Source: an optimization exercise on an open RTL-to-GDS flow (aim: small area, a short achievable clock period and few clock cycles). Production flows keep margins and buffers that such runs may drop. For this run, only the layout was checked, not whether the RTL still works. Power figures rest on the tool's default switching activity, not on a simulated workload.

File: flow/design.v
module polder_lanes (
    input  wire         clk,
    input  wire         rst,           
    input  wire         in_valid,
    output wire         in_ready,
    input  wire         in_mode,       
    input  wire         in_last,       
    input  wire [31:0]  in_row,        
    input  wire [63:0]  in_col,        
    input  wire [1:0]   in_row_pres,
    input  wire [3:0]   in_col_pres,
    output wire         sh_valid,
    input  wire         sh_release,
    input  wire [2:0]   rd_lane,       
    output wire [33:0]  rd_re,
    output wire [33:0]  rd_im
);
    localparam ROWS = 2;
    localparam COLS = 4;
    localparam LANES = ROWS * COLS;
    function [15:0] unpack;   
        input [15:0] s;
        input        mode;
        begin
            if (mode)
                unpack = s;
            else
                unpack = {{4{s[3]}}, s[3:0], {4{s[7]}}, s[7:4]};
        end
    endfunction
    reg sh_full;    
    reg q_last;     
    reg clr;        
    reg ld;         
    reg clr_h;      
    reg ld_h;
    wire busy = sh_full | q_last | ld | ld_h;
    assign in_ready = ~(in_last & busy);
    assign sh_valid = sh_full;
    wire fire = in_valid & in_ready & ~rst;
    reg [15:0] q_row [0:ROWS-1];
    reg [15:0] q_col [0:COLS-1];
    genvar r, c;
    generate
        for (r = 0; r < ROWS; r = r + 1) begin : g_in_row
            always @(posedge clk)
                q_row[r] <= (fire & in_row_pres[r]) ? unpack(in_row[16*r +: 16], in_mode) : 16'd0;
        end
        for (c = 0; c < COLS; c = c + 1) begin : g_in_col
            always @(posedge clk)
                q_col[c] <= in_col_pres[c] ? unpack(in_col[16*c +: 16], in_mode) : 16'd0;
        end
    endgenerate
    always @(posedge clk) begin
        if (rst) begin
            q_last  <= 1'b0;
            clr     <= 1'b1;
            ld      <= 1'b0;
            clr_h   <= 1'b1;
            ld_h    <= 1'b0;
            sh_full <= 1'b0;
        end else begin
            q_last <= fire & in_last;
            clr    <= q_last;
            ld     <= q_last;
            clr_h  <= clr;
            ld_h   <= ld;
            if (ld_h)
                sh_full <= 1'b1;
            else if (sh_release)
                sh_full <= 1'b0;
        end
    end
    reg [16:0] lo_re [0:LANES-1];
    reg [16:0] lo_im [0:LANES-1];
    reg [16:0] hi_re [0:LANES-1];
    reg [16:0] hi_im [0:LANES-1];
    reg        up_re [0:LANES-1];
    reg        dn_re [0:LANES-1];
    reg        up_im [0:LANES-1];
    reg        dn_im [0:LANES-1];
    reg [33:0] sh_re [0:LANES-1];
    reg [33:0] sh_im [0:LANES-1];
    generate
        for (r = 0; r < ROWS; r = r + 1) begin : g_row
            for (c = 0; c < COLS; c = c + 1) begin : g_col
                localparam L = r * COLS + c;
                wire [7:0] xr = q_row[r][7:0];
                wire [7:0] xi = q_row[r][15:8];
                wire [7:0] yr = q_col[c][7:0];
                wire [7:0] yi = q_col[c][15:8];
                wire [16:0] s_re, s_im;
                wire inc_re, dec_re, inc_im, dec_im;
                pl_mac_re u_re (.xr(xr), .xi(xi), .yr(yr), .yi(yi),
                                .nxr(~xr), .nxi(~xi), .nyr(~yr), .nyi(~yi),
                                .na(~lo_re[L] | {17{clr}}),
                                .s(s_re), .inc(inc_re), .dec(dec_re));
                pl_mac_im u_im (.xr(xr), .xi(xi), .yr(yr), .yi(yi),
                                .nxr(~xr), .nxi(~xi), .nyr(~yr), .nyi(~yi),
                                .na(~lo_im[L] | {17{clr}}),
                                .s(s_im), .inc(inc_im), .dec(dec_im));
                wire [16:0] hb_re = clr_h ? 17'd0 : hi_re[L];
                wire [16:0] hb_im = clr_h ? 17'd0 : hi_im[L];
                always @(posedge clk) begin
                    lo_re[L] <= s_re;
                    lo_im[L] <= s_im;
                    up_re[L] <= inc_re;
                    dn_re[L] <= dec_re;
                    up_im[L] <= inc_im;
                    dn_im[L] <= dec_im;
                    hi_re[L] <= updown(hb_re, up_re[L], dn_re[L]);
                    hi_im[L] <= updown(hb_im, up_im[L], dn_im[L]);
                    if (ld) begin
                        sh_re[L][16:0] <= lo_re[L];
                        sh_im[L][16:0] <= lo_im[L];
                    end
                    if (ld_h) begin
                        sh_re[L][33:17] <= hi_re[L];
                        sh_im[L][33:17] <= hi_im[L];
                    end
                end
            end
        end
    endgenerate
    function [16:0] updown;
        input [16:0] h;
        input        up;
        input        down;
        integer i;
        reg ones, zeros;
        begin
            ones = 1'b1;
            zeros = 1'b1;
            for (i = 0; i < 17; i = i + 1) begin
                updown[i] = h[i] ^ ((up & ones) | (down & zeros));
                ones = ones & h[i];
                zeros = zeros & ~h[i];
            end
        end
    endfunction
    assign rd_re = sh_re[rd_lane];
    assign rd_im = sh_im[rd_lane];
endmodule
module pl_mac_re (
    input  wire [7:0] xr, xi, yr, yi,
    input  wire [7:0] nxr, nxi, nyr, nyi,   
    input  wire [16:0] na,                   
    output wire [16:0] s,
    output wire inc,
    output wire dec
);
    wire t1, t2;
    pl_fa u_t1 (.a(~(xr[0] & yr[6])), .b(~(xr[1] & yr[5])), .c(~(xr[2] & yr[4])), .s(t1), .co(t2));
    wire t3, t4;
    pl_fa u_t3 (.a(~(nxr[0] | nyr[7])), .b(~(xr[1] & yr[6])), .c(~(xr[2] & yr[5])), .s(t3), .co(t4));
    wire t5, t6;
    pl_fa u_t5 (.a(~(xr[3] & yr[4])), .b(~(xr[4] & yr[3])), .c(~(xr[5] & yr[2])), .s(t5), .co(t6));
    wire t7 = ~(~(xr[6] & yr[1]) ^ ~(nxr[7] | nyr[0]));
    wire t8 = ~(xr[6] & yr[1]) | ~(nxr[7] | nyr[0]);
    wire t9, t10;
    pl_fa u_t9 (.a(~(nxr[1] | nyr[7])), .b(~(xr[2] & yr[6])), .c(~(xr[3] & yr[5])), .s(t9), .co(t10));
    wire t11, t12;
    pl_fa u_t11 (.a(~(xr[4] & yr[4])), .b(~(xr[5] & yr[3])), .c(~(xr[6] & yr[2])), .s(t11), .co(t12));
    wire t13 = ~(~(nxr[7] | nyr[1]) ^ ~(nxi[1] | nyi[7]));
    wire t14 = ~(nxr[7] | nyr[1]) | ~(nxi[1] | nyi[7]);
    wire t15, t16;
    pl_ha u_t15 (.a(~(nxr[2] | nyr[7])), .b(~(xr[3] & yr[6])), .s(t15), .co(t16));
    wire t17, t18;
    pl_fa u_t17 (.a(~(xr[4] & yr[5])), .b(~(xr[5] & yr[4])), .c(~(xr[6] & yr[3])), .s(t17), .co(t18));
    wire t19, t20;
    pl_fa u_t19 (.a(~(xr[0] & yr[4])), .b(~(xr[1] & yr[3])), .c(~(xr[2] & yr[2])), .s(t19), .co(t20));
    wire t21, t22;
    pl_fa u_t21 (.a(~(xr[0] & yr[5])), .b(~(xr[1] & yr[4])), .c(~(xr[2] & yr[3])), .s(t21), .co(t22));
    wire t23, t24;
    pl_fa u_t23 (.a(~(xr[3] & yr[2])), .b(~(xr[4] & yr[1])), .c(~(xr[5] & yr[0])), .s(t23), .co(t24));
    wire t25 = ~(~(xi[0] & yi[5]) ^ ~(xi[1] & yi[4]));
    wire t26 = ~(xi[0] & yi[5]) | ~(xi[1] & yi[4]);
    wire t27, t28;
    pl_fa u_t27 (.a(~(xr[3] & yr[3])), .b(~(xr[4] & yr[2])), .c(~(xr[5] & yr[1])), .s(t27), .co(t28));
    wire t29, t30;
    pl_fa u_t29 (.a(~(xr[6] & yr[0])), .b(~(xi[0] & yi[6])), .c(~(xi[1] & yi[5])), .s(t29), .co(t30));
    wire t31, t32;
    pl_fa u_t31 (.a(~(xi[2] & yi[4])), .b(~(xi[3] & yi[3])), .c(~(xi[4] & yi[2])), .s(t31), .co(t32));
    wire t33 = ~(~(xi[5] & yi[1]) ^ ~(xi[6] & yi[0]));
    wire t34 = ~(xi[5] & yi[1]) | ~(xi[6] & yi[0]);
    wire t35, t36;
    pl_fa u_t35 (.a(~(nxi[0] | nyi[7])), .b(~(xi[1] & yi[6])), .c(~(xi[2] & yi[5])), .s(t35), .co(t36));
    wire t37, t38;
    pl_fa u_t37 (.a(~(xi[3] & yi[4])), .b(~(xi[4] & yi[3])), .c(~(xi[5] & yi[2])), .s(t37), .co(t38));
    wire t39, t40;
    pl_fa u_t39 (.a(~(xi[6] & yi[1])), .b(~(nxi[7] | nyi[0])), .c(na[7]), .s(t39), .co(t40));
    wire t41, t42;
    pl_fa u_t41 (.a(t2), .b(t3), .c(t5), .s(t41), .co(t42));
    wire t43, t44;
    pl_fa u_t43 (.a(~(xi[2] & yi[6])), .b(~(xi[3] & yi[5])), .c(~(xi[4] & yi[4])), .s(t43), .co(t44));
    wire t45, t46;
    pl_fa u_t45 (.a(~(xi[5] & yi[3])), .b(~(xi[6] & yi[2])), .c(~(nxi[7] | nyi[1])), .s(t45), .co(t46));
    wire t47, t48;
    pl_fa u_t47 (.a(na[8]), .b(t4), .c(t6), .s(t47), .co(t48));
    wire t49, t50;
    pl_fa u_t49 (.a(t8), .b(t9), .c(t11), .s(t49), .co(t50));
    wire t51, t52;
    pl_fa u_t51 (.a(~(nxr[7] | nyr[2])), .b(~(nxi[2] | nyi[7])), .c(~(xi[3] & yi[6])), .s(t51), .co(t52));
    wire t53, t54;
    pl_fa u_t53 (.a(~(xi[4] & yi[5])), .b(~(xi[5] & yi[4])), .c(~(xi[6] & yi[3])), .s(t53), .co(t54));
    wire t55, t56;
    pl_fa u_t55 (.a(~(nxi[7] | nyi[2])), .b(na[9]), .c(t10), .s(t55), .co(t56));
    wire t57, t58;
    pl_fa u_t57 (.a(t12), .b(t14), .c(t15), .s(t57), .co(t58));
    wire t59, t60;
    pl_fa u_t59 (.a(~(nxr[3] | nyr[7])), .b(~(xr[4] & yr[6])), .c(~(xr[5] & yr[5])), .s(t59), .co(t60));
    wire t61, t62;
    pl_fa u_t61 (.a(~(xr[6] & yr[4])), .b(~(nxr[7] | nyr[3])), .c(~(nxi[3] | nyi[7])), .s(t61), .co(t62));
    wire t63, t64;
    pl_fa u_t63 (.a(~(xi[4] & yi[6])), .b(~(xi[5] & yi[5])), .c(~(xi[6] & yi[4])), .s(t63), .co(t64));
    wire t65, t66;
    pl_fa u_t65 (.a(~(nxi[7] | nyi[3])), .b(na[10]), .c(t16), .s(t65), .co(t66));
    wire t67, t68;
    pl_fa u_t67 (.a(~(nxr[4] | nyr[7])), .b(~(xr[5] & yr[6])), .c(~(xr[6] & yr[5])), .s(t67), .co(t68));
    wire t69, t70;
    pl_fa u_t69 (.a(~(nxr[7] | nyr[4])), .b(~(nxi[4] | nyi[7])), .c(~(xi[5] & yi[6])), .s(t69), .co(t70));
    wire t71 = ~(~(xr[0] & yr[2]) ^ ~(xr[1] & yr[1]));
    wire t72 = ~(xr[0] & yr[2]) | ~(xr[1] & yr[1]);
    wire t73, t74;
    pl_fa u_t73 (.a(~(xr[0] & yr[3])), .b(~(xr[1] & yr[2])), .c(~(xr[2] & yr[1])), .s(t73), .co(t74));
    wire t75, t76;
    pl_fa u_t75 (.a(~(xr[3] & yr[0])), .b(~(xi[0] & yi[3])), .c(~(xi[1] & yi[2])), .s(t75), .co(t76));
    wire t77, t78;
    pl_fa u_t77 (.a(~(xr[3] & yr[1])), .b(~(xr[4] & yr[0])), .c(~(xi[0] & yi[4])), .s(t77), .co(t78));
    wire t79, t80;
    pl_fa u_t79 (.a(~(xi[1] & yi[3])), .b(~(xi[2] & yi[2])), .c(~(xi[3] & yi[1])), .s(t79), .co(t80));
    wire t81 = ~(~(xi[4] & yi[0]) ^ na[4]);
    wire t82 = ~(xi[4] & yi[0]) | na[4];
    wire t83, t84;
    pl_fa u_t83 (.a(~(xi[2] & yi[3])), .b(~(xi[3] & yi[2])), .c(~(xi[4] & yi[1])), .s(t83), .co(t84));
    wire t85, t86;
    pl_fa u_t85 (.a(~(xi[5] & yi[0])), .b(na[5]), .c(t20), .s(t85), .co(t86));
    wire t87, t88;
    pl_fa u_t87 (.a(t21), .b(t23), .c(t25), .s(t87), .co(t88));
    wire t89, t90;
    pl_fa u_t89 (.a(na[6]), .b(t22), .c(t24), .s(t89), .co(t90));
    wire t91, t92;
    pl_fa u_t91 (.a(t26), .b(t27), .c(t29), .s(t91), .co(t92));
    wire t93, t94;
    pl_fa u_t93 (.a(t31), .b(t33), .c(t1), .s(t93), .co(t94));
    wire t95, t96;
    pl_fa u_t95 (.a(t28), .b(t30), .c(t32), .s(t95), .co(t96));
    wire t97, t98;
    pl_fa u_t97 (.a(t34), .b(t35), .c(t37), .s(t97), .co(t98));
    wire t99, t100;
    pl_fa u_t99 (.a(t39), .b(t7), .c(t41), .s(t99), .co(t100));
    wire t101, t102;
    pl_fa u_t101 (.a(t36), .b(t38), .c(t40), .s(t101), .co(t102));
    wire t103, t104;
    pl_fa u_t103 (.a(t43), .b(t45), .c(t13), .s(t103), .co(t104));
    wire t105, t106;
    pl_fa u_t105 (.a(t42), .b(t47), .c(t49), .s(t105), .co(t106));
    wire t107, t108;
    pl_fa u_t107 (.a(t44), .b(t46), .c(t51), .s(t107), .co(t108));
    wire t109, t110;
    pl_fa u_t109 (.a(t53), .b(t17), .c(t48), .s(t109), .co(t110));
    wire t111, t112;
    pl_fa u_t111 (.a(t50), .b(t55), .c(t57), .s(t111), .co(t112));
    wire t113, t114;
    pl_fa u_t113 (.a(t52), .b(t54), .c(t59), .s(t113), .co(t114));
    wire t115, t116;
    pl_fa u_t115 (.a(t61), .b(t63), .c(t18), .s(t115), .co(t116));
    wire t117, t118;
    pl_fa u_t117 (.a(t56), .b(t58), .c(t65), .s(t117), .co(t118));
    wire t119, t120;
    pl_fa u_t119 (.a(~(xi[6] & yi[5])), .b(~(nxi[7] | nyi[4])), .c(na[11]), .s(t119), .co(t120));
    wire t121, t122;
    pl_fa u_t121 (.a(t60), .b(t62), .c(t64), .s(t121), .co(t122));
    wire t123, t124;
    pl_fa u_t123 (.a(t67), .b(t69), .c(t66), .s(t123), .co(t124));
    wire t125, t126;
    pl_fa u_t125 (.a(~(nxr[5] | nyr[7])), .b(~(xr[6] & yr[6])), .c(~(nxr[7] | nyr[5])), .s(t125), .co(t126));
    wire t127, t128;
    pl_fa u_t127 (.a(~(nxi[5] | nyi[7])), .b(~(xi[6] & yi[6])), .c(~(nxi[7] | nyi[5])), .s(t127), .co(t128));
    wire t129, t130;
    pl_fa u_t129 (.a(na[12]), .b(t68), .c(t70), .s(t129), .co(t130));
    wire t131, t132;
    pl_fa u_t131 (.a(~(nxr[6] | nyr[7])), .b(~(nxr[7] | nyr[6])), .c(~(nxi[6] | nyi[7])), .s(t131), .co(t132));
    wire t133 = ~(~(xr[0] & yr[1]) ^ ~(xr[1] & yr[0]));
    wire t134 = ~(xr[0] & yr[1]) | ~(xr[1] & yr[0]);
    wire t135, t136;
    pl_fa u_t135 (.a(~(xr[2] & yr[0])), .b(~(xi[0] & yi[2])), .c(~(xi[1] & yi[1])), .s(t135), .co(t136));
    wire t137 = ~(~(xi[2] & yi[0]) ^ na[2]);
    wire t138 = ~(xi[2] & yi[0]) | na[2];
    wire t139, t140;
    pl_fa u_t139 (.a(~(xi[2] & yi[1])), .b(~(xi[3] & yi[0])), .c(na[3]), .s(t139), .co(t140));
    wire t141, t142;
    pl_fa u_t141 (.a(t72), .b(t73), .c(t75), .s(t141), .co(t142));
    wire t143, t144;
    pl_fa u_t143 (.a(t74), .b(t76), .c(t77), .s(t143), .co(t144));
    wire t145, t146;
    pl_fa u_t145 (.a(t79), .b(t81), .c(t19), .s(t145), .co(t146));
    wire t147, t148;
    pl_fa u_t147 (.a(t78), .b(t80), .c(t82), .s(t147), .co(t148));
    wire t149, t150;
    pl_fa u_t149 (.a(t83), .b(t85), .c(t87), .s(t149), .co(t150));
    wire t151, t152;
    pl_fa u_t151 (.a(t84), .b(t86), .c(t88), .s(t151), .co(t152));
    wire t153, t154;
    pl_fa u_t153 (.a(t89), .b(t91), .c(t93), .s(t153), .co(t154));
    wire t155, t156;
    pl_fa u_t155 (.a(t90), .b(t92), .c(t94), .s(t155), .co(t156));
    wire t157, t158;
    pl_fa u_t157 (.a(t95), .b(t97), .c(t99), .s(t157), .co(t158));
    wire t159, t160;
    pl_fa u_t159 (.a(t96), .b(t98), .c(t101), .s(t159), .co(t160));
    wire t161, t162;
    pl_fa u_t161 (.a(t103), .b(t100), .c(t105), .s(t161), .co(t162));
    wire t163, t164;
    pl_fa u_t163 (.a(t102), .b(t104), .c(t107), .s(t163), .co(t164));
    wire t165, t166;
    pl_fa u_t165 (.a(t106), .b(t109), .c(t111), .s(t165), .co(t166));
    wire t167, t168;
    pl_fa u_t167 (.a(t108), .b(t113), .c(t115), .s(t167), .co(t168));
    wire t169, t170;
    pl_fa u_t169 (.a(t110), .b(t112), .c(t117), .s(t169), .co(t170));
    wire t171, t172;
    pl_fa u_t171 (.a(t119), .b(t114), .c(t116), .s(t171), .co(t172));
    wire t173, t174;
    pl_fa u_t173 (.a(t121), .b(t118), .c(t123), .s(t173), .co(t174));
    wire t175, t176;
    pl_fa u_t175 (.a(t120), .b(t125), .c(t127), .s(t175), .co(t176));
    wire t177, t178;
    pl_fa u_t177 (.a(t122), .b(t129), .c(t124), .s(t177), .co(t178));
    wire t179, t180;
    pl_fa u_t179 (.a(~(nxi[7] | nyi[6])), .b(na[13]), .c(t126), .s(t179), .co(t180));
    wire t181, t182;
    pl_fa u_t181 (.a(t128), .b(t131), .c(t130), .s(t181), .co(t182));
    wire t183, t184;
    pl_fa u_t183 (.a(~(xr[7] & yr[7])), .b(~(xi[7] & yi[7])), .c(na[14]), .s(t183), .co(t184));
    wire t185 = ~(~(xi[0] & yi[1]) ^ ~(xi[1] & yi[0]));
    wire t186 = ~(xi[0] & yi[1]) | ~(xi[1] & yi[0]);
    wire t187, t188;
    pl_fa u_t187 (.a(t134), .b(t135), .c(t137), .s(t187), .co(t188));
    wire t189, t190;
    pl_fa u_t189 (.a(t136), .b(t138), .c(t139), .s(t189), .co(t190));
    wire t191, t192;
    pl_fa u_t191 (.a(t140), .b(t142), .c(t143), .s(t191), .co(t192));
    wire t193, t194;
    pl_fa u_t193 (.a(t144), .b(t146), .c(t147), .s(t193), .co(t194));
    wire t195, t196;
    pl_fa u_t195 (.a(t148), .b(t150), .c(t151), .s(t195), .co(t196));
    wire t197, t198;
    pl_fa u_t197 (.a(t152), .b(t154), .c(t155), .s(t197), .co(t198));
    wire t199, t200;
    pl_fa u_t199 (.a(t156), .b(t159), .c(t158), .s(t199), .co(t200));
    wire t201, t202;
    pl_fa u_t201 (.a(t160), .b(t163), .c(t162), .s(t201), .co(t202));
    wire t203, t204;
    pl_fa u_t203 (.a(t164), .b(t167), .c(t166), .s(t203), .co(t204));
    wire t205, t206;
    pl_fa u_t205 (.a(t168), .b(t171), .c(t170), .s(t205), .co(t206));
    wire t207, t208;
    pl_fa u_t207 (.a(t175), .b(t172), .c(t174), .s(t207), .co(t208));
    wire t209, t210;
    pl_fa u_t209 (.a(t176), .b(t179), .c(t181), .s(t209), .co(t210));
    wire t211, t212;
    pl_fa u_t211 (.a(t183), .b(t132), .c(t180), .s(t211), .co(t212));
    wire t213 = ~(~(xr[0] & yr[0]) ^ ~(xi[0] & yi[0]));
    wire t214 = ~(xr[0] & yr[0]) | ~(xi[0] & yi[0]);
    wire t215, t216;
    pl_fa u_t215 (.a(na[1]), .b(t185), .c(t133), .s(t215), .co(t216));
    wire t217, t218;
    pl_fa u_t217 (.a(t186), .b(t71), .c(t187), .s(t217), .co(t218));
    wire t219, t220;
    pl_fa u_t219 (.a(t188), .b(t189), .c(t141), .s(t219), .co(t220));
    wire t221, t222;
    pl_fa u_t221 (.a(t190), .b(t145), .c(t191), .s(t221), .co(t222));
    wire t223, t224;
    pl_fa u_t223 (.a(t192), .b(t193), .c(t149), .s(t223), .co(t224));
    wire t225, t226;
    pl_fa u_t225 (.a(t194), .b(t153), .c(t195), .s(t225), .co(t226));
    wire t227, t228;
    pl_fa u_t227 (.a(t196), .b(t197), .c(t157), .s(t227), .co(t228));
    wire t229, t230;
    pl_fa u_t229 (.a(t198), .b(t161), .c(t199), .s(t229), .co(t230));
    wire t231, t232;
    pl_fa u_t231 (.a(t165), .b(t200), .c(t201), .s(t231), .co(t232));
    wire t233, t234;
    pl_fa u_t233 (.a(t169), .b(t202), .c(t203), .s(t233), .co(t234));
    wire t235, t236;
    pl_fa u_t235 (.a(t173), .b(t204), .c(t205), .s(t235), .co(t236));
    wire t237, t238;
    pl_fa u_t237 (.a(t177), .b(t206), .c(t207), .s(t237), .co(t238));
    wire t239, t240;
    pl_fa u_t239 (.a(t209), .b(t178), .c(t208), .s(t239), .co(t240));
    wire t241, t242;
    pl_fa u_t241 (.a(t211), .b(t182), .c(t210), .s(t241), .co(t242));
    wire t243, t244;
    pl_fa u_t243 (.a(na[15]), .b(t184), .c(t212), .s(t243), .co(t244));
    wire t245 = ~na[16];
    wire t246 = na[16];
    wire [16:0] nra = {t244, t242, t240, t238, t236, t234, t232, t230, t228, t226, t224, t222, t220, t218, t216, t214, t213};
    wire [16:0] nrb = {t245, t243, t241, t239, t237, t235, t233, t231, t229, t227, t225, t223, t221, t219, t217, t215, na[0]};
    wire [17:0] sum = {1'b0, ~nra} + {1'b0, ~nrb};
    assign s = sum[16:0];
    assign inc = sum[17] & ~t246;
    assign dec = ~(sum[17] | ~t246);
endmodule
module pl_mac_im (
    input  wire [7:0] xr, xi, yr, yi,
    input  wire [7:0] nxr, nxi, nyr, nyi,   
    input  wire [16:0] na,                   
    output wire [16:0] s,
    output wire inc,
    output wire dec
);
    wire t1, t2;
    pl_ha u_t1 (.a(~(xi[0] & yr[5])), .b(~(xi[1] & yr[4])), .s(t1), .co(t2));
    wire t3, t4;
    pl_ha u_t3 (.a(~(xi[0] & yr[6])), .b(~(xi[1] & yr[5])), .s(t3), .co(t4));
    wire t5, t6;
    pl_fa u_t5 (.a(~(xi[2] & yr[4])), .b(~(xi[3] & yr[3])), .c(~(xi[4] & yr[2])), .s(t5), .co(t6));
    wire t7, t8;
    pl_ha u_t7 (.a(~(nxi[0] | nyr[7])), .b(~(xi[1] & yr[6])), .s(t7), .co(t8));
    wire t9, t10;
    pl_fa u_t9 (.a(~(xi[2] & yr[5])), .b(~(xi[3] & yr[4])), .c(~(xi[4] & yr[3])), .s(t9), .co(t10));
    wire t11, t12;
    pl_fa u_t11 (.a(~(xi[5] & yr[2])), .b(~(xi[6] & yr[1])), .c(~(nxi[7] | nyr[0])), .s(t11), .co(t12));
    wire t13 = ~(~(xr[0] & yi[7]) ^ ~(nxr[1] | nyi[6]));
    wire t14 = ~(xr[0] & yi[7]) | ~(nxr[1] | nyi[6]);
    wire t15, t16;
    pl_ha u_t15 (.a(~(nxi[1] | nyr[7])), .b(~(xi[2] & yr[6])), .s(t15), .co(t16));
    wire t17, t18;
    pl_fa u_t17 (.a(~(xi[3] & yr[5])), .b(~(xi[4] & yr[4])), .c(~(xi[5] & yr[3])), .s(t17), .co(t18));
    wire t19, t20;
    pl_fa u_t19 (.a(~(xi[6] & yr[2])), .b(~(nxi[7] | nyr[1])), .c(~(xr[1] & yi[7])), .s(t19), .co(t20));
    wire t21 = ~(~(nxr[2] | nyi[6]) ^ ~(nxr[3] | nyi[5]));
    wire t22 = ~(nxr[2] | nyi[6]) | ~(nxr[3] | nyi[5]);
    wire t23, t24;
    pl_fa u_t23 (.a(~(nxi[2] | nyr[7])), .b(~(xi[3] & yr[6])), .c(~(xi[4] & yr[5])), .s(t23), .co(t24));
    wire t25, t26;
    pl_fa u_t25 (.a(~(xi[5] & yr[4])), .b(~(xi[6] & yr[3])), .c(~(nxi[7] | nyr[2])), .s(t25), .co(t26));
    wire t27, t28;
    pl_ha u_t27 (.a(~(xi[0] & yr[3])), .b(~(xi[1] & yr[2])), .s(t27), .co(t28));
    wire t29, t30;
    pl_ha u_t29 (.a(~(xi[0] & yr[4])), .b(~(xi[1] & yr[3])), .s(t29), .co(t30));
    wire t31, t32;
    pl_fa u_t31 (.a(~(xi[2] & yr[2])), .b(~(xi[3] & yr[1])), .c(~(xi[4] & yr[0])), .s(t31), .co(t32));
    wire t33, t34;
    pl_fa u_t33 (.a(~(xi[2] & yr[3])), .b(~(xi[3] & yr[2])), .c(~(xi[4] & yr[1])), .s(t33), .co(t34));
    wire t35, t36;
    pl_fa u_t35 (.a(~(xi[5] & yr[0])), .b(~(nxr[0] | nyi[5])), .c(~(nxr[1] | nyi[4])), .s(t35), .co(t36));
    wire t37 = ~(~(nxr[2] | nyi[3]) ^ ~(nxr[3] | nyi[2]));
    wire t38 = ~(nxr[2] | nyi[3]) | ~(nxr[3] | nyi[2]);
    wire t39, t40;
    pl_fa u_t39 (.a(~(xi[5] & yr[1])), .b(~(xi[6] & yr[0])), .c(~(nxr[0] | nyi[6])), .s(t39), .co(t40));
    wire t41, t42;
    pl_fa u_t41 (.a(~(nxr[1] | nyi[5])), .b(~(nxr[2] | nyi[4])), .c(~(nxr[3] | nyi[3])), .s(t41), .co(t42));
    wire t43, t44;
    pl_fa u_t43 (.a(~(nxr[4] | nyi[2])), .b(~(nxr[5] | nyi[1])), .c(~(nxr[6] | nyi[0])), .s(t43), .co(t44));
    wire t45 = ~(na[6] ^ t2);
    wire t46 = na[6] | t2;
    wire t47, t48;
    pl_fa u_t47 (.a(~(nxr[2] | nyi[5])), .b(~(nxr[3] | nyi[4])), .c(~(nxr[4] | nyi[3])), .s(t47), .co(t48));
    wire t49, t50;
    pl_fa u_t49 (.a(~(nxr[5] | nyi[2])), .b(~(nxr[6] | nyi[1])), .c(~(xr[7] & yi[0])), .s(t49), .co(t50));
    wire t51, t52;
    pl_fa u_t51 (.a(na[7]), .b(t4), .c(t6), .s(t51), .co(t52));
    wire t53, t54;
    pl_fa u_t53 (.a(t7), .b(t9), .c(t11), .s(t53), .co(t54));
    wire t55, t56;
    pl_fa u_t55 (.a(~(nxr[4] | nyi[4])), .b(~(nxr[5] | nyi[3])), .c(~(nxr[6] | nyi[2])), .s(t55), .co(t56));
    wire t57, t58;
    pl_fa u_t57 (.a(~(xr[7] & yi[1])), .b(na[8]), .c(t8), .s(t57), .co(t58));
    wire t59, t60;
    pl_fa u_t59 (.a(t10), .b(t12), .c(t14), .s(t59), .co(t60));
    wire t61, t62;
    pl_fa u_t61 (.a(t15), .b(t17), .c(t19), .s(t61), .co(t62));
    wire t63, t64;
    pl_fa u_t63 (.a(~(xr[2] & yi[7])), .b(~(nxr[3] | nyi[6])), .c(~(nxr[4] | nyi[5])), .s(t63), .co(t64));
    wire t65, t66;
    pl_fa u_t65 (.a(~(nxr[5] | nyi[4])), .b(~(nxr[6] | nyi[3])), .c(~(xr[7] & yi[2])), .s(t65), .co(t66));
    wire t67, t68;
    pl_fa u_t67 (.a(na[9]), .b(t16), .c(t18), .s(t67), .co(t68));
    wire t69, t70;
    pl_fa u_t69 (.a(t20), .b(t22), .c(t23), .s(t69), .co(t70));
    wire t71, t72;
    pl_fa u_t71 (.a(~(nxi[3] | nyr[7])), .b(~(xi[4] & yr[6])), .c(~(xi[5] & yr[5])), .s(t71), .co(t72));
    wire t73, t74;
    pl_fa u_t73 (.a(~(xi[6] & yr[4])), .b(~(nxi[7] | nyr[3])), .c(~(xr[3] & yi[7])), .s(t73), .co(t74));
    wire t75, t76;
    pl_fa u_t75 (.a(~(nxr[4] | nyi[6])), .b(~(nxr[5] | nyi[5])), .c(~(nxr[6] | nyi[4])), .s(t75), .co(t76));
    wire t77, t78;
    pl_fa u_t77 (.a(~(xr[7] & yi[3])), .b(na[10]), .c(t24), .s(t77), .co(t78));
    wire t79, t80;
    pl_fa u_t79 (.a(~(nxi[4] | nyr[7])), .b(~(xi[5] & yr[6])), .c(~(xi[6] & yr[5])), .s(t79), .co(t80));
    wire t81, t82;
    pl_fa u_t81 (.a(~(nxi[7] | nyr[4])), .b(~(xr[4] & yi[7])), .c(~(nxr[5] | nyi[6])), .s(t81), .co(t82));
    wire t83, t84;
    pl_ha u_t83 (.a(~(xi[0] & yr[2])), .b(~(xi[1] & yr[1])), .s(t83), .co(t84));
    wire t85, t86;
    pl_fa u_t85 (.a(~(xi[2] & yr[1])), .b(~(xi[3] & yr[0])), .c(~(nxr[0] | nyi[3])), .s(t85), .co(t86));
    wire t87 = ~(~(nxr[1] | nyi[2]) ^ ~(nxr[2] | nyi[1]));
    wire t88 = ~(nxr[1] | nyi[2]) | ~(nxr[2] | nyi[1]);
    wire t89, t90;
    pl_fa u_t89 (.a(~(nxr[0] | nyi[4])), .b(~(nxr[1] | nyi[3])), .c(~(nxr[2] | nyi[2])), .s(t89), .co(t90));
    wire t91, t92;
    pl_fa u_t91 (.a(~(nxr[3] | nyi[1])), .b(~(nxr[4] | nyi[0])), .c(na[4]), .s(t91), .co(t92));
    wire t93 = ~(t28 ^ t29);
    wire t94 = t28 | t29;
    wire t95, t96;
    pl_fa u_t95 (.a(~(nxr[4] | nyi[1])), .b(~(nxr[5] | nyi[0])), .c(na[5]), .s(t95), .co(t96));
    wire t97, t98;
    pl_fa u_t97 (.a(t30), .b(t32), .c(t33), .s(t97), .co(t98));
    wire t99, t100;
    pl_fa u_t99 (.a(t35), .b(t37), .c(t1), .s(t99), .co(t100));
    wire t101, t102;
    pl_fa u_t101 (.a(t34), .b(t36), .c(t38), .s(t101), .co(t102));
    wire t103, t104;
    pl_fa u_t103 (.a(t39), .b(t41), .c(t43), .s(t103), .co(t104));
    wire t105, t106;
    pl_fa u_t105 (.a(t3), .b(t5), .c(t45), .s(t105), .co(t106));
    wire t107, t108;
    pl_fa u_t107 (.a(t40), .b(t42), .c(t44), .s(t107), .co(t108));
    wire t109, t110;
    pl_fa u_t109 (.a(t47), .b(t49), .c(t13), .s(t109), .co(t110));
    wire t111, t112;
    pl_fa u_t111 (.a(t46), .b(t51), .c(t53), .s(t111), .co(t112));
    wire t113, t114;
    pl_fa u_t113 (.a(t48), .b(t50), .c(t55), .s(t113), .co(t114));
    wire t115, t116;
    pl_fa u_t115 (.a(t21), .b(t52), .c(t54), .s(t115), .co(t116));
    wire t117, t118;
    pl_fa u_t117 (.a(t57), .b(t59), .c(t61), .s(t117), .co(t118));
    wire t119, t120;
    pl_fa u_t119 (.a(t56), .b(t63), .c(t65), .s(t119), .co(t120));
    wire t121, t122;
    pl_fa u_t121 (.a(t25), .b(t58), .c(t60), .s(t121), .co(t122));
    wire t123, t124;
    pl_fa u_t123 (.a(t62), .b(t67), .c(t69), .s(t123), .co(t124));
    wire t125, t126;
    pl_fa u_t125 (.a(t64), .b(t66), .c(t71), .s(t125), .co(t126));
    wire t127, t128;
    pl_fa u_t127 (.a(t73), .b(t75), .c(t26), .s(t127), .co(t128));
    wire t129, t130;
    pl_fa u_t129 (.a(t68), .b(t70), .c(t77), .s(t129), .co(t130));
    wire t131, t132;
    pl_fa u_t131 (.a(~(nxr[6] | nyi[5])), .b(~(xr[7] & yi[4])), .c(na[11]), .s(t131), .co(t132));
    wire t133, t134;
    pl_fa u_t133 (.a(t72), .b(t74), .c(t76), .s(t133), .co(t134));
    wire t135, t136;
    pl_fa u_t135 (.a(t79), .b(t81), .c(t78), .s(t135), .co(t136));
    wire t137, t138;
    pl_fa u_t137 (.a(~(nxi[5] | nyr[7])), .b(~(xi[6] & yr[6])), .c(~(nxi[7] | nyr[5])), .s(t137), .co(t138));
    wire t139, t140;
    pl_fa u_t139 (.a(~(xr[5] & yi[7])), .b(~(nxr[6] | nyi[6])), .c(~(xr[7] & yi[5])), .s(t139), .co(t140));
    wire t141, t142;
    pl_fa u_t141 (.a(na[12]), .b(t80), .c(t82), .s(t141), .co(t142));
    wire t143, t144;
    pl_fa u_t143 (.a(~(nxi[6] | nyr[7])), .b(~(nxi[7] | nyr[6])), .c(~(xr[6] & yi[7])), .s(t143), .co(t144));
    wire t145, t146;
    pl_ha u_t145 (.a(~(xi[0] & yr[1])), .b(~(xi[1] & yr[0])), .s(t145), .co(t146));
    wire t147, t148;
    pl_fa u_t147 (.a(~(xi[2] & yr[0])), .b(~(nxr[0] | nyi[2])), .c(~(nxr[1] | nyi[1])), .s(t147), .co(t148));
    wire t149 = ~(~(nxr[2] | nyi[0]) ^ na[2]);
    wire t150 = ~(nxr[2] | nyi[0]) | na[2];
    wire t151, t152;
    pl_fa u_t151 (.a(~(nxr[3] | nyi[0])), .b(na[3]), .c(t84), .s(t151), .co(t152));
    wire t153, t154;
    pl_fa u_t153 (.a(t85), .b(t87), .c(t27), .s(t153), .co(t154));
    wire t155, t156;
    pl_fa u_t155 (.a(t86), .b(t88), .c(t89), .s(t155), .co(t156));
    wire t157, t158;
    pl_fa u_t157 (.a(t91), .b(t31), .c(t93), .s(t157), .co(t158));
    wire t159, t160;
    pl_fa u_t159 (.a(t90), .b(t92), .c(t95), .s(t159), .co(t160));
    wire t161, t162;
    pl_fa u_t161 (.a(t94), .b(t97), .c(t99), .s(t161), .co(t162));
    wire t163, t164;
    pl_fa u_t163 (.a(t96), .b(t98), .c(t100), .s(t163), .co(t164));
    wire t165, t166;
    pl_fa u_t165 (.a(t101), .b(t103), .c(t105), .s(t165), .co(t166));
    wire t167, t168;
    pl_fa u_t167 (.a(t102), .b(t104), .c(t107), .s(t167), .co(t168));
    wire t169, t170;
    pl_fa u_t169 (.a(t109), .b(t106), .c(t111), .s(t169), .co(t170));
    wire t171, t172;
    pl_fa u_t171 (.a(t108), .b(t110), .c(t113), .s(t171), .co(t172));
    wire t173, t174;
    pl_fa u_t173 (.a(t112), .b(t115), .c(t117), .s(t173), .co(t174));
    wire t175, t176;
    pl_fa u_t175 (.a(t114), .b(t119), .c(t116), .s(t175), .co(t176));
    wire t177, t178;
    pl_fa u_t177 (.a(t118), .b(t121), .c(t123), .s(t177), .co(t178));
    wire t179, t180;
    pl_fa u_t179 (.a(t120), .b(t125), .c(t127), .s(t179), .co(t180));
    wire t181, t182;
    pl_fa u_t181 (.a(t122), .b(t124), .c(t129), .s(t181), .co(t182));
    wire t183, t184;
    pl_fa u_t183 (.a(t131), .b(t126), .c(t128), .s(t183), .co(t184));
    wire t185, t186;
    pl_fa u_t185 (.a(t133), .b(t130), .c(t135), .s(t185), .co(t186));
    wire t187, t188;
    pl_fa u_t187 (.a(t132), .b(t137), .c(t139), .s(t187), .co(t188));
    wire t189, t190;
    pl_fa u_t189 (.a(t134), .b(t141), .c(t136), .s(t189), .co(t190));
    wire t191, t192;
    pl_fa u_t191 (.a(~(xr[7] & yi[6])), .b(na[13]), .c(t138), .s(t191), .co(t192));
    wire t193, t194;
    pl_fa u_t193 (.a(t140), .b(t143), .c(t142), .s(t193), .co(t194));
    wire t195, t196;
    pl_fa u_t195 (.a(~(xi[7] & yr[7])), .b(~(nxr[7] | nyi[7])), .c(na[14]), .s(t195), .co(t196));
    wire t197, t198;
    pl_ha u_t197 (.a(~(xi[0] & yr[0])), .b(~(nxr[0] | nyi[0])), .s(t197), .co(t198));
    wire t199, t200;
    pl_fa u_t199 (.a(~(nxr[0] | nyi[1])), .b(~(nxr[1] | nyi[0])), .c(na[1]), .s(t199), .co(t200));
    wire t201, t202;
    pl_fa u_t201 (.a(t146), .b(t147), .c(t149), .s(t201), .co(t202));
    wire t203, t204;
    pl_fa u_t203 (.a(t148), .b(t150), .c(t151), .s(t203), .co(t204));
    wire t205, t206;
    pl_fa u_t205 (.a(t152), .b(t154), .c(t155), .s(t205), .co(t206));
    wire t207, t208;
    pl_fa u_t207 (.a(t156), .b(t159), .c(t158), .s(t207), .co(t208));
    wire t209, t210;
    pl_fa u_t209 (.a(t160), .b(t162), .c(t163), .s(t209), .co(t210));
    wire t211, t212;
    pl_fa u_t211 (.a(t164), .b(t167), .c(t166), .s(t211), .co(t212));
    wire t213, t214;
    pl_fa u_t213 (.a(t168), .b(t171), .c(t170), .s(t213), .co(t214));
    wire t215, t216;
    pl_fa u_t215 (.a(t172), .b(t174), .c(t175), .s(t215), .co(t216));
    wire t217, t218;
    pl_fa u_t217 (.a(t179), .b(t176), .c(t178), .s(t217), .co(t218));
    wire t219, t220;
    pl_fa u_t219 (.a(t180), .b(t183), .c(t182), .s(t219), .co(t220));
    wire t221, t222;
    pl_fa u_t221 (.a(t187), .b(t184), .c(t186), .s(t221), .co(t222));
    wire t223, t224;
    pl_fa u_t223 (.a(t188), .b(t191), .c(t193), .s(t223), .co(t224));
    wire t225, t226;
    pl_fa u_t225 (.a(t195), .b(t144), .c(t192), .s(t225), .co(t226));
    wire t227 = ~(t198 ^ t199);
    wire t228 = t198 | t199;
    wire t229, t230;
    pl_fa u_t229 (.a(t200), .b(t83), .c(t201), .s(t229), .co(t230));
    wire t231, t232;
    pl_fa u_t231 (.a(t202), .b(t153), .c(t203), .s(t231), .co(t232));
    wire t233, t234;
    pl_fa u_t233 (.a(t204), .b(t205), .c(t157), .s(t233), .co(t234));
    wire t235, t236;
    pl_fa u_t235 (.a(t206), .b(t161), .c(t207), .s(t235), .co(t236));
    wire t237, t238;
    pl_fa u_t237 (.a(t208), .b(t209), .c(t165), .s(t237), .co(t238));
    wire t239, t240;
    pl_fa u_t239 (.a(t210), .b(t169), .c(t211), .s(t239), .co(t240));
    wire t241, t242;
    pl_fa u_t241 (.a(t173), .b(t212), .c(t213), .s(t241), .co(t242));
    wire t243, t244;
    pl_fa u_t243 (.a(t177), .b(t214), .c(t215), .s(t243), .co(t244));
    wire t245, t246;
    pl_fa u_t245 (.a(t181), .b(t216), .c(t217), .s(t245), .co(t246));
    wire t247, t248;
    pl_fa u_t247 (.a(t185), .b(t218), .c(t219), .s(t247), .co(t248));
    wire t249, t250;
    pl_fa u_t249 (.a(t189), .b(t220), .c(t221), .s(t249), .co(t250));
    wire t251, t252;
    pl_fa u_t251 (.a(t223), .b(t190), .c(t222), .s(t251), .co(t252));
    wire t253, t254;
    pl_fa u_t253 (.a(t225), .b(t194), .c(t224), .s(t253), .co(t254));
    wire t255, t256;
    pl_fa u_t255 (.a(na[15]), .b(t196), .c(t226), .s(t255), .co(t256));
    wire t257 = ~na[16];
    wire t258 = na[16];
    wire [16:0] nra = {t256, t254, t252, t250, t248, t246, t244, t242, t240, t238, t236, t234, t232, t230, t228, t227, na[0]};
    wire [16:0] nrb = {t257, t255, t253, t251, t249, t247, t245, t243, t241, t239, t237, t235, t233, t231, t229, t145, t197};
    wire [17:0] sum = {1'b0, ~nra} + {1'b0, ~nrb};
    assign s = sum[16:0];
    assign inc = sum[17] & ~t258;
    assign dec = ~(sum[17] | ~t258);
endmodule
module pl_fa (input wire a, input wire b, input wire c, output wire s, output wire co);
    assign s = a ^ b ^ c;
    assign co = (a & b) | (a & c) | (b & c);
endmodule
module pl_ha (input wire a, input wire b, output wire s, output wire co);
    assign s = a ^ b;
    assign co = a & b;
endmodule
File: flow/run.sh
#!/bin/bash
# synth_recipe.tcl (not shown) runs the flow's synth.tcl, then flattens the netlist and writes it again
# the make line also repeats each setting of config.mk as NAME=value (left out here)
make -C /OpenROAD-flow-scripts/flow DESIGN_CONFIG=/design/flow/config.mk WORK_HOME=/design/flow/orfs CLKGATE_MAP_FILE= SYNTH_SCRIPT=/design/flow/synth_recipe.tcl finish
File: flow/config.mk
export PLATFORM = sky130hd
export DESIGN_NAME = polder_lanes
export DESIGN_NICKNAME = polder_lanes
export VERILOG_FILES = /design/flow/design.v
export SDC_FILE = /design/flow/constraint.sdc
export NUM_CORES = 4
export LEC_CHECK = 0
export ABC_CLOCK_PERIOD_IN_PS = 5000
export CAP_MARGIN = 20
export CORE_MARGIN = 2
export CORE_UTILIZATION = 50
export SETUP_SLACK_MARGIN = 5
export SLEW_MARGIN = 20
export SYNTH_HIERARCHICAL = 1
File: flow/constraint.sdc
create_clock -name core_clock -period 12.5 [get_ports {clk}]
set_input_delay 2.5000 -clock core_clock [delete_from_list [all_inputs] [get_ports {clk}]]
set_output_delay 2.5000 -clock core_clock [all_outputs]
set_load 0.01 [all_outputs]
==> impl_metrics.csv <==
group,metric,value,unit
timing,fin_crit,7450,ps
route,drt-initial-drc-count,9912,
power_and_ir_drop,comb_power_share,57.5,%
die,ios,181,
die,core,227100,µm²
timing,clock.fmax,0.1342,GHz
placement,dp_hpwl,326700,µm
route,vias,90800,
timing,fin_worst_skew,74.73,ps
synth,postSynthCellCount,11250,
route,routed_wl,439600,µm
hold_path,hold_path.class,"reg -> reg",
critical_path,arrival,4950,ps
placement,place_congestion,0.9999,
timing,period_share,59.60,%
clocking,cts-htree-levels,4,
grt,grt_pass1_vias,92590,
synth,ys_ff_latch,1222,
timing,tns,0,ps
power_and_ir_drop,power.leakage,46.34,nW
power_and_ir_drop,switching_power,13.29,mW
power_and_ir_drop,ir_drop,0.1962,mV
die,num_rows,175,
critical_path,critPathKind,"in -> out",
power_and_ir_drop,switching_share,46.86,%
die,dieArea,232000,µm²
timing,finalHoldViolCount,0,
critical_path,required,10000,ps
final_layout,multi_input_area,79050,µm²
timing,tightestPinTransition,1287,ps
route,postRouteAntennaNets,0,
synth,syn_nets,13640,
power_and_ir_drop,power_frac_seq,25.9,%
route,vias_per_cell,6.199,
synth,synth_area,114100,µm²
clocking,clock_path_buffers,3,
timing,slew_violations,0,
synth,synth_flop_cell,"dfxtp_1",
route,drc_errors,0,
clocking,ctsRootBufferMaster,"clkbuf_16",
critical_path,end_kind,"output pin",
die,die_w,481.7,µm
final_layout,fillers,19970,
synth,ys_seq_area_share,26.22,%
critical_path,path_max_fanout,63,
clocking,cts_sinks,1222,
synth,avgSynthCellArea,10.15,µm²
synth,yosysWarnings,19,
final_layout,drive_gt1_share,8.506,%
clocking,cts_buffers,153,
final_layout,layout_commonest_cell,"fa_1",
power_and_ir_drop,power_density,225.5,nW/µm²
timing,slew_headroom,14.09,%
final_layout,final_cell_mix,"fa_1 (1792), nand2_1 (1625), nor2_1 (1102), inv_1 (1038), dfxtp_1 (640)",
flow_run,cap_viol_max_count,0,
die,chipHeight,481.7,µm
power_and_ir_drop,p_int,15.07,mW
power_and_ir_drop,p_clk_share,16.6,%
grt,antenna_found_initial,51,
final_layout,fin_util,55.39,%
clocking,insertion_delay,880,ps
final_layout,seq_area,29970,µm²
synth,netlist-cell-type-count,111,
route,wire_per_inst,30.01,µm
grt,grt_use_total,38.15,%
run_status,outcome,"complete, no violations",
critical_path,start_kind,"input port",
timing,setup_viol,0,
final_layout,area_delta_synth_final,10.24,%
placement,portBuffers,180,
synth,synth_edf_count,544,
clocking,clk_pin_slew,70,ps
die,start_util,50.25,%
timing,rsz0062_at_grt,"true",
clocking,tritoncts,"yes",
grt,grt_max_degree,109,
route,dr.pass1.iters,7,
grt,grt_pass1_wl,638500,µm
synth,ys_async_sr_fraction,0,%
final_layout,fin_nets,13870,
grt,overflow,0,
## through the flow
stage	total power [mW]	hold WS [ps]	setup WS [ps]	cells	instance area, µm²
finish	28.36	390.8	5050	14650	125800
global route	30.39	405.3	4930	14630	125700
CTS	28.10	392.0	4981	14610	125600
detailed placement	23.27	416.5	3635	14320	119900
global placement	23.06	412.7	3669	14320	119900
floorplan	18.69	402.9	5919	11250	114100
## power by group through the flow
stage               Combinational [mW]  Sequential (mW)  Clock (mW)
global placement                  15.7             7.34           0
floorplan                         12.4             6.31           0
finish                            16.3             7.34        4.70
CTS                               16.0             7.29        4.76
detailed placement                15.9             7.37           0
global route                      18.0             7.44        4.92
## per-module statistics from Yosys, one instance, submodules excluded
module / area [µm²] / cells / times used / flip-flops and latches
pl_mac_im: 1780 / 320 / 8 / 0
pl_ha: 12.51 / 1 / 80 / 0
polder_lanes: 49670 / 4421 / 1 / 1222
pl_mac_re: 1703 / 301 / 8 / 0
pl_fa: 20.02 / 1 / 1776 / 0
## sequential cells by signal, summed over array words and instances, names as in the netlist, 8 cells and up
signal  flops
lo_re     136
dn_re       8
q_col      64
hi_im     136
q_row      32
up_re       8
lo_im     136
hi_re     136
sh_re     272
dn_im       8
sh_im     272
up_im       8
## synth_stat cells, types with 127 or more instances
| cell type | n | area (µm²) |
|---|---|---|
| fa_1 | 1792 | 35870 |
| nor2b_1 | 142 | 888.4 |
| dfxtp_1 | 678 | 13570 |
| xnor2_1 | 229 | 2006 |
| edfxtp_1 | 544 | 16340 |
| or2_2 | 135 | 844.6 |
| a21oi_1 | 391 | 1957 |
| ha_1 | 496 | 6206 |
| clkbuf_1 | 216 | 810.8 |
| o21ai_0 | 265 | 1326 |
| nor2_1 | 1113 | 4178 |
| nand2b_1 | 338 | 2115 |
| nand3_1 | 127 | 635.6 |
| nand2_1 | 1626 | 6103 |
| and2_1 | 168 | 1051 |
| inv_1 | 1043 | 3915 |
## worst max-delay path, cell delays in order
cell and delay (ps):
buf_16 300, buf_16 300, and2_4 340, nand2_1 90, o211ai_1 120, o21ai_0 170, a21oi_2 440, clkdlybuf4s50_1 630
## area by class of cell
cell class	count	share of cell area, %
Multi-Input combinational cell	8666	62.85
Sequential cell	1222	23.83
Clock buffer	201	3.401
Inverter	1052	3.232
Tap cell	3009	2.993
Timing Repair Buffer	380	2.819
Clock inverter	83	0.8058
Antenna cell	35	0.06964
## kinds of logic after synthesis
logic type,synth area share (%)
and+or+nand+nor,17.37
adders and majority gates,36.88
muxes,2.332
DFF,26.22
AOI/OAI and AO/OA,10.04
xor gates and xnor gates,2.518
buffers and inverters,4.643
## final timing paths
| check | startpoint | endpoint | slack (ps) | cells past startpoint |
|---|---|---|---|---|
| worst max-delay path | rd_lane[0] | rd_im[14] | 5050 | 8 |
| worst min-delay path | lo_re[4][16] | sh_re[4][16] | 390 | 0 |
| worst max register to register | q_row[1][12] | dn_re[4] | 5460 | 16 |
| worst min register to register | lo_re[4][16] | sh_re[4][16] | 390 | 0 |
## routing by layer
layer  vias up  track usage, %  share of wire, %
met2      5553           54.45                42
met4        32           26.42               8.5
met5         -               0             0.046
li1      38130               -                 -
met3      1270           11.95                12
met1     45820           49.40                38
## what timing repair did
item,CTS,global route
gates cloned,3,2
hold buffers,0,0
resized for setup,54,9
buffers inserted,4,3
pin swaps,3,2
endpoints found under the setup margin,67,14

what the ideal ports hide:
In the flow no input, the clock included, has a driving cell. The finished layout below was timed again as built, in two steps. Step 1 assumes that a clkbuf_16 drives the clock port and a buf_2 every other input. Step 2 moves the port delays by t, midway between the first and last clock arrival at a register: inputs arrive t later, outputs are due t later. That takes back most of the time a late clock gives input paths. Three values: ideal ports, drivers, drivers and shift; two values: the first two.
shift t [ns]: 0.939
slack for setup (ns): 5.050 / 4.821 / 4.821
worst data-port slew with drivers (ns): 0.33
cell pins on the clock port's net: 1
After both steps setup and hold are still met in this run. The setup slack of this run moves by -0.229 ns with the drivers and by -0.229 ns with both steps.
